Source: an optimization exercise on an open RTL-to-GDS flow (aim: small area, a short achievable clock period and few clock cycles per item). Production flows keep margins and buffers that such runs may drop. Function was checked by simulation only, so behaviour that the tests miss may differ from the original. Power is estimated from default activity; no workload was simulated.

**flow/constraint.sdc**
```tcl
create_clock -name core_clock -period 15.0 [get_ports {clk}]
set_input_delay 3.0000 -clock core_clock [delete_from_list [all_inputs] [get_ports {clk}]]
set_output_delay 3.0000 -clock core_clock [all_outputs]
set_load 0.01 [all_outputs]
```
**flow/config.mk**
```make
export PLATFORM = sky130hd
export DESIGN_NAME = sha384_core
export DESIGN_NICKNAME = sha384_core
export VERILOG_FILES = /design/flow/design.v
export SDC_FILE = /design/flow/constraint.sdc
export NUM_CORES = 4
export LEC_CHECK = 0
export CAP_MARGIN = 20
export CORE_MARGIN = 2
export CORE_UTILIZATION = 28
export SLEW_MARGIN = 20
export SYNTH_MEMORY_MAX_BITS = 16384
```
**flow/design.v**
```verilog
module sha384_core (
    input  wire         clk,
    input  wire         rst,
    input  wire         in_valid,
    output wire         in_ready,
    input  wire [63:0]  in_data,
    input  wire         in_first,
    input  wire         in_last,
    output reg          out_valid,
    output wire [383:0] out_digest
);
    localparam [63:0] IV0 = 64'hcbbb9d5dc1059ed8;
    localparam [63:0] IV1 = 64'h629a292a367cd507;
    localparam [63:0] IV2 = 64'h9159015a3070dd17;
    localparam [63:0] IV3 = 64'h152fecd8f70e5939;
    localparam [63:0] IV4 = 64'h67332667ffc00b31;
    localparam [63:0] IV5 = 64'h8eb44a8768581511;
    localparam [63:0] IV6 = 64'hdb0c2e0d64f98fa7;
    localparam [63:0] IV7 = 64'h47b5481dbefa4fa4;
    localparam S_LOAD  = 2'd0;
    localparam S_ROUND = 2'd1;
    localparam S_FINAL = 2'd2;
    reg [1:0]  state;
    reg [6:0]  t;             
    reg        last_blk;
    reg [63:0] h0, h1, h2, h3, h4, h5, h6, h7;    
    reg [63:0] a, b, c, d, e, f, g, h;            
    reg [63:0] w [0:15];                          
    reg [63:0] k_t;
    always @(*) begin
        case (t)
            7'd0: k_t = 64'h428a2f98d728ae22;
            7'd1: k_t = 64'h7137449123ef65cd;
            7'd2: k_t = 64'hb5c0fbcfec4d3b2f;
            7'd3: k_t = 64'he9b5dba58189dbbc;
            7'd4: k_t = 64'h3956c25bf348b538;
            7'd5: k_t = 64'h59f111f1b605d019;
            7'd6: k_t = 64'h923f82a4af194f9b;
            7'd7: k_t = 64'hab1c5ed5da6d8118;
            7'd8: k_t = 64'hd807aa98a3030242;
            7'd9: k_t = 64'h12835b0145706fbe;
            7'd10: k_t = 64'h243185be4ee4b28c;
            7'd11: k_t = 64'h550c7dc3d5ffb4e2;
            7'd12: k_t = 64'h72be5d74f27b896f;
            7'd13: k_t = 64'h80deb1fe3b1696b1;
            7'd14: k_t = 64'h9bdc06a725c71235;
            7'd15: k_t = 64'hc19bf174cf692694;
            7'd16: k_t = 64'he49b69c19ef14ad2;
            7'd17: k_t = 64'hefbe4786384f25e3;
            7'd18: k_t = 64'h0fc19dc68b8cd5b5;
            7'd19: k_t = 64'h240ca1cc77ac9c65;
            7'd20: k_t = 64'h2de92c6f592b0275;
            7'd21: k_t = 64'h4a7484aa6ea6e483;
            7'd22: k_t = 64'h5cb0a9dcbd41fbd4;
            7'd23: k_t = 64'h76f988da831153b5;
            7'd24: k_t = 64'h983e5152ee66dfab;
            7'd25: k_t = 64'ha831c66d2db43210;
            7'd26: k_t = 64'hb00327c898fb213f;
            7'd27: k_t = 64'hbf597fc7beef0ee4;
            7'd28: k_t = 64'hc6e00bf33da88fc2;
            7'd29: k_t = 64'hd5a79147930aa725;
            7'd30: k_t = 64'h06ca6351e003826f;
            7'd31: k_t = 64'h142929670a0e6e70;
            7'd32: k_t = 64'h27b70a8546d22ffc;
            7'd33: k_t = 64'h2e1b21385c26c926;
            7'd34: k_t = 64'h4d2c6dfc5ac42aed;
            7'd35: k_t = 64'h53380d139d95b3df;
            7'd36: k_t = 64'h650a73548baf63de;
            7'd37: k_t = 64'h766a0abb3c77b2a8;
            7'd38: k_t = 64'h81c2c92e47edaee6;
            7'd39: k_t = 64'h92722c851482353b;
            7'd40: k_t = 64'ha2bfe8a14cf10364;
            7'd41: k_t = 64'ha81a664bbc423001;
            7'd42: k_t = 64'hc24b8b70d0f89791;
            7'd43: k_t = 64'hc76c51a30654be30;
            7'd44: k_t = 64'hd192e819d6ef5218;
            7'd45: k_t = 64'hd69906245565a910;
            7'd46: k_t = 64'hf40e35855771202a;
            7'd47: k_t = 64'h106aa07032bbd1b8;
            7'd48: k_t = 64'h19a4c116b8d2d0c8;
            7'd49: k_t = 64'h1e376c085141ab53;
            7'd50: k_t = 64'h2748774cdf8eeb99;
            7'd51: k_t = 64'h34b0bcb5e19b48a8;
            7'd52: k_t = 64'h391c0cb3c5c95a63;
            7'd53: k_t = 64'h4ed8aa4ae3418acb;
            7'd54: k_t = 64'h5b9cca4f7763e373;
            7'd55: k_t = 64'h682e6ff3d6b2b8a3;
            7'd56: k_t = 64'h748f82ee5defb2fc;
            7'd57: k_t = 64'h78a5636f43172f60;
            7'd58: k_t = 64'h84c87814a1f0ab72;
            7'd59: k_t = 64'h8cc702081a6439ec;
            7'd60: k_t = 64'h90befffa23631e28;
            7'd61: k_t = 64'ha4506cebde82bde9;
            7'd62: k_t = 64'hbef9a3f7b2c67915;
            7'd63: k_t = 64'hc67178f2e372532b;
            7'd64: k_t = 64'hca273eceea26619c;
            7'd65: k_t = 64'hd186b8c721c0c207;
            7'd66: k_t = 64'heada7dd6cde0eb1e;
            7'd67: k_t = 64'hf57d4f7fee6ed178;
            7'd68: k_t = 64'h06f067aa72176fba;
            7'd69: k_t = 64'h0a637dc5a2c898a6;
            7'd70: k_t = 64'h113f9804bef90dae;
            7'd71: k_t = 64'h1b710b35131c471b;
            7'd72: k_t = 64'h28db77f523047d84;
            7'd73: k_t = 64'h32caab7b40c72493;
            7'd74: k_t = 64'h3c9ebe0a15c9bebc;
            7'd75: k_t = 64'h431d67c49c100d4c;
            7'd76: k_t = 64'h4cc5d4becb3e42b6;
            7'd77: k_t = 64'h597f299cfc657e2a;
            7'd78: k_t = 64'h5fcb6fab3ad6faec;
            7'd79: k_t = 64'h6c44198c4a475817;
            default: k_t = 64'd0;
        endcase
    end
    wire [63:0] big_s0 = {a[27:0], a[63:28]} ^ {a[33:0], a[63:34]} ^ {a[38:0], a[63:39]};
    wire [63:0] big_s1 = {e[13:0], e[63:14]} ^ {e[17:0], e[63:18]} ^ {e[40:0], e[63:41]};
    wire [63:0] ch     = (e & f) ^ (~e & g);
    wire [63:0] maj    = (a & b) ^ (a & c) ^ (b & c);
    wire [63:0] t1     = h + big_s1 + ch + k_t + w[0];
    wire [63:0] t2     = big_s0 + maj;
    wire [63:0] sm0    = {w[1][0], w[1][63:1]} ^ {w[1][7:0], w[1][63:8]} ^ (w[1] >> 7);
    wire [63:0] sm1    = {w[14][18:0], w[14][63:19]} ^ {w[14][60:0], w[14][63:61]} ^ (w[14] >> 6);
    wire [63:0] w_new  = sm1 + w[9] + sm0 + w[0];
    assign in_ready   = (state == S_LOAD);
    assign out_digest = {h0, h1, h2, h3, h4, h5};
    wire take = in_valid && in_ready;
    integer i;
    always @(posedge clk) begin
        if (rst) begin
            state     <= S_LOAD;
            t         <= 7'd0;
            last_blk  <= 1'b0;
            out_valid <= 1'b0;
        end else begin
            out_valid <= 1'b0;
            case (state)
            S_LOAD: begin
                if (take) begin
                    for (i = 0; i < 15; i = i + 1)
                        w[i] <= w[i + 1];
                    w[15] <= in_data;
                    if (t == 7'd0) begin
                        last_blk <= in_last;
                        if (in_first) begin
                            h0 <= IV0; h1 <= IV1; h2 <= IV2; h3 <= IV3;
                            h4 <= IV4; h5 <= IV5; h6 <= IV6; h7 <= IV7;
                        end
                    end
                    if (t == 7'd15) begin
                        t     <= 7'd0;
                        state <= S_ROUND;
                        a <= h0; b <= h1; c <= h2; d <= h3;
                        e <= h4; f <= h5; g <= h6; h <= h7;
                    end else begin
                        t <= t + 7'd1;
                    end
                end
            end
            S_ROUND: begin
                h <= g;
                g <= f;
                f <= e;
                e <= d + t1;
                d <= c;
                c <= b;
                b <= a;
                a <= t1 + t2;
                for (i = 0; i < 15; i = i + 1)
                    w[i] <= w[i + 1];
                w[15] <= w_new;
                if (t == 7'd79) begin
                    t     <= 7'd0;
                    state <= S_FINAL;
                end else begin
                    t <= t + 7'd1;
                end
            end
            S_FINAL: begin
                h0 <= h0 + a; h1 <= h1 + b; h2 <= h2 + c; h3 <= h3 + d;
                h4 <= h4 + e; h5 <= h5 + f; h6 <= h6 + g; h7 <= h7 + h;
                out_valid <= last_blk;
                state     <= S_LOAD;
            end
            default: state <= S_LOAD;
            endcase
        end
    end
endmodule
```
**flow/run.sh**
```bash
#!/bin/bash
# synth_recipe.tcl (not shown) runs the flow's synth.tcl, then flattens the netlist and writes it again
# the make line also repeats each setting of config.mk as NAME=value (left out here)
make -C /OpenROAD-flow-scripts/flow DESIGN_CONFIG=/design/flow/config.mk WORK_HOME=/design/flow/orfs CLKGATE_MAP_FILE= SYNTH_SCRIPT=/design/flow/synth_recipe.tcl finish
```
==> out/qor.yml <==
hold_path:
  min_from: "w[5][29]"
  whs_endpoint: "w[4][29]"
  hp-class: "register to register"
  min_path_cells: 0
sta:
  fin_crit_ns: 10.33
  maxSlewHeadroom: 0.149
  hold_viol: 0
  grt_setup_unrepaired: "no"
  tns_ns: 0
  finalMaxSlewViolations: 0
  skew_ns: 0.124
  tightest_slew_ns: 1.28
  max_clock_freq_mhz: 96.8
  setup_viol: 0
  fin_crit_sh: 0.689
power_and_ir_drop:
  ir_drop_v: 0.000112
  powerDensity_mw_per_mm2: 125
  power.total_mw: 19.3
  p_leak_nw: 58.7
worst_setup_path:
  worst_r2r_startpoint: "e[19]"
  worstPathArrival_ns: 10.96
  crit_family: "compound AO/OA/AOI/OAI gates"
  rr_worst_depth: 33
  cp_max_fo: 8
  cp.required_ns: 15.63
  path_buf_inv: 2
  setup.worst_path.class: "register to register"
  startpoint_type: "register"
  rrSetupSlack_ns: 4.67
  cpPeakStageDelay_ns: 0.65
  r2r_end: "a[62]"
  setup.worst_path.end_class: "register"
  crit_slowest_cell: "o31ai_1"
  crit_start: "e[19]"
die:
  rows: 255
  die_area_mm2: 0.490
  fp.dieW_um: 700
  dieHeight_um: 700
  core_area_mm2: 0.482
  initial_core_util: 0.281
  io_pins: 455
cts:
  cts.path.max_buffers: 4
  post-cts-setup-buffers: 0
  clk_latency_ns: 0.99
  cts_tree: "done"
  cts_root_buf: "clkbuf_16"
  cts_resized: 0
  cts_hold_buf: 0
  cts_buffers: 244
  cts.clk_slew.worst_paths_ns: 0.06
  cts_sinks: 2123
  htree_levels: 4
run:
  max_cap_viol_count: 0
yosys:
  async_flop_share: 0
  synth_top_area_cell: "edfxtp_1"
  syn_nets: 14400
  syn_inst: 13200
  netlist_top_cells_area: "edfxtp_1 (45%), ha_1 (7.2%), nand2_1 (6.1%)"
  synth.cell_area_mm2: 0.136
  synth_edf_count: 2048
  synthDistinctLibCells: 108
  syn_avg_cell_area_um2: 10.3
  synth_top_area_share: 0.454
  synth-main-ff-cell: "edfxtp_1"
  synth_seq_cells: 2123
  ys_seq_area_frac: 0.465
  ys_warn_count: 2
route:
  wirelength_mm: 595
  avgViaCountPerCell: 5.40
  wl_per_cell_um: 29.7
  remaining_drc_errors: 0
  drt_iter0_markers: 14000
  via_count: 108000
  first_pass_iters: 6
  ant_nets: 0
global_route:
  grt_pass1_vias: 101000
  grt_max_degree: 186
  antenna_found_initial: 46
  track_usage: 0.234
  grt_pass1_wl_mm: 816
  grt_overflow_total: 0
layout:
  post_route_cells_drive_above_1_share: 0.0518
  mostFrequentLayoutCells: "nand2_1 (2196), edfxtp_1 (2048), a21oi_1 (943)"
  layout-area-overhead-vs-synth_pct: 14.4
  mostFrequentLayoutCell: "nand2_1"
  fin_util: 0.321
  final_nets: 14600
place:
  detailed_place_hpwl_mm: 463
  port_buffers: 454
  place.gp.congestion: 1.01
outcome:
  status: "complete, no violations"
==> power by group <==
| group | total [mW] | internal [mW] | switching [mW] |
|---|---|---|---|
| registers | 6.75 | 6.62 | 0.127 |
| logic | 6.44 | 2.28 | 4.16 |
| clock network | 6.14 | 3.47 | 2.67 |
| total | 19.3 | 12.4 | 6.95 |
==> layout make-up <==
type | count | area, um^2
diodes | 22 | 55.1
clock buffers | 285 | 6340
clock inverters | 171 | 1640
fillers | 49100 | 327000
inverters | 709 | 2660
multi-input cells | 9672 | 67300
flip-flops and latches | 2123 | 63000
well taps | 6425 | 8040
repair buffers | 623 | 5960
==> cell usage after synthesis (all sizes together) (75+ instances only) <==
cell and instances:
xor2 397, a21o 530, ha 777, and3 78
o21ai 807, a31oi 138, a211oi 83, edfxtp 2048
nor3 159, clkbuf 637, nor2b 97, fa 391
nand3 178, a21oi 945, inv 706, xnor2 805
dfxtp 75, nand4 159, nand2 2199, nor2 669
nand2b 112, o21bai 127
==> routing by layer <==
metal,part of all wire,track usage,vias to the layer above
met5,0.00024,0,-
met4,0.050,0.0983,22
met3,0.089,0.0460,968
met2,0.42,0.348,5423
met1,0.44,0.330,54200
li1,-,-,47600
==> kinds of logic after synthesis <==
family / count (synthesis) / synth area share
AND/OR/NAND/NOR: 3862 / 0.123
AO/OA/AOI/OAI: 3314 / 0.155
flip-flops: 2123 / 0.465
buffers and inverters: 1407 / 0.0400
adder cells (fa/ha/maj): 1212 / 0.133
XOR/XNOR: 1204 / 0.0780
multiplexers: 80 / 0.00649
==> registers in the layout (all words and copies together) (netlist names), 7 cells and up <==
name / flops
a: 64
b: 64
c: 64
d: 64
e: 64
f: 64
g: 64
h: 64
h0: 64
h1: 64
h2: 64
h3: 64
h4: 64
h5: 64
h6: 64
h7: 64
k_t: 64
t: 7
w: 1024
==> per-stage QoR <==
| stage | hold slack (ns) | area (um^2) | cells | setup slack, ns |
|---|---|---|---|---|
| 6_report | 0.380 | 155000 | 20000 | 4.67 |
| 2_1_floorplan | 0.400 | 136000 | 13200 | -42.82 |
| 3_3_place_gp | 0.400 | 147000 | 19600 | 4.95 |
| 3_5_place_dp | 0.405 | 147000 | 19600 | 5.00 |
| 5_1_grt | 0.405 | 155000 | 20000 | 4.26 |
| 4_1_cts | 0.375 | 155000 | 20000 | 4.84 |
==> how the worst max path moves through the flow <==
stage,slack (ns),end,cells past startpoint
floorplan,-42.82,a[0],5
global placement,4.95,a[62],34
detailed placement,5.00,a[62],33
CTS,4.84,a[62],33
global route,4.26,a[62],33
finish,4.67,a[62],33
Testbench counts, summed over its fixed seeds: cycles 68,199, blocks 703.

## static timing again, ports no longer ideal
How much do the figures lean on ideal ports? The routed layout below was timed once more, with nothing changed but the port constraints.
Step 1: set_driving_cell puts a clkbuf_16 on clk and a buf_2 on each other input, an assumption about the parent block.
Step 2 also shifts input and output timing later by t, the mid clock arrival at the registers, as if the neighbouring blocks saw the same clock.
Slacks: ideal ports / drivers / drivers and shift; pairs: ideal ports / drivers.
t (ns): 1.034
setup slack, ns: 4.668 / 4.668 / 4.668
worst hold slack (ns): 0.380 / 0.380 / 0.380
worst register clock-pin slew, ns: 0.08 / 0.08
worst slew at a driven data input, ns: 0.11
After both steps this run still meets setup and hold. For this run, drivers alone change the setup slack by 0.000 ns; drivers and shift together by 0.000 ns.
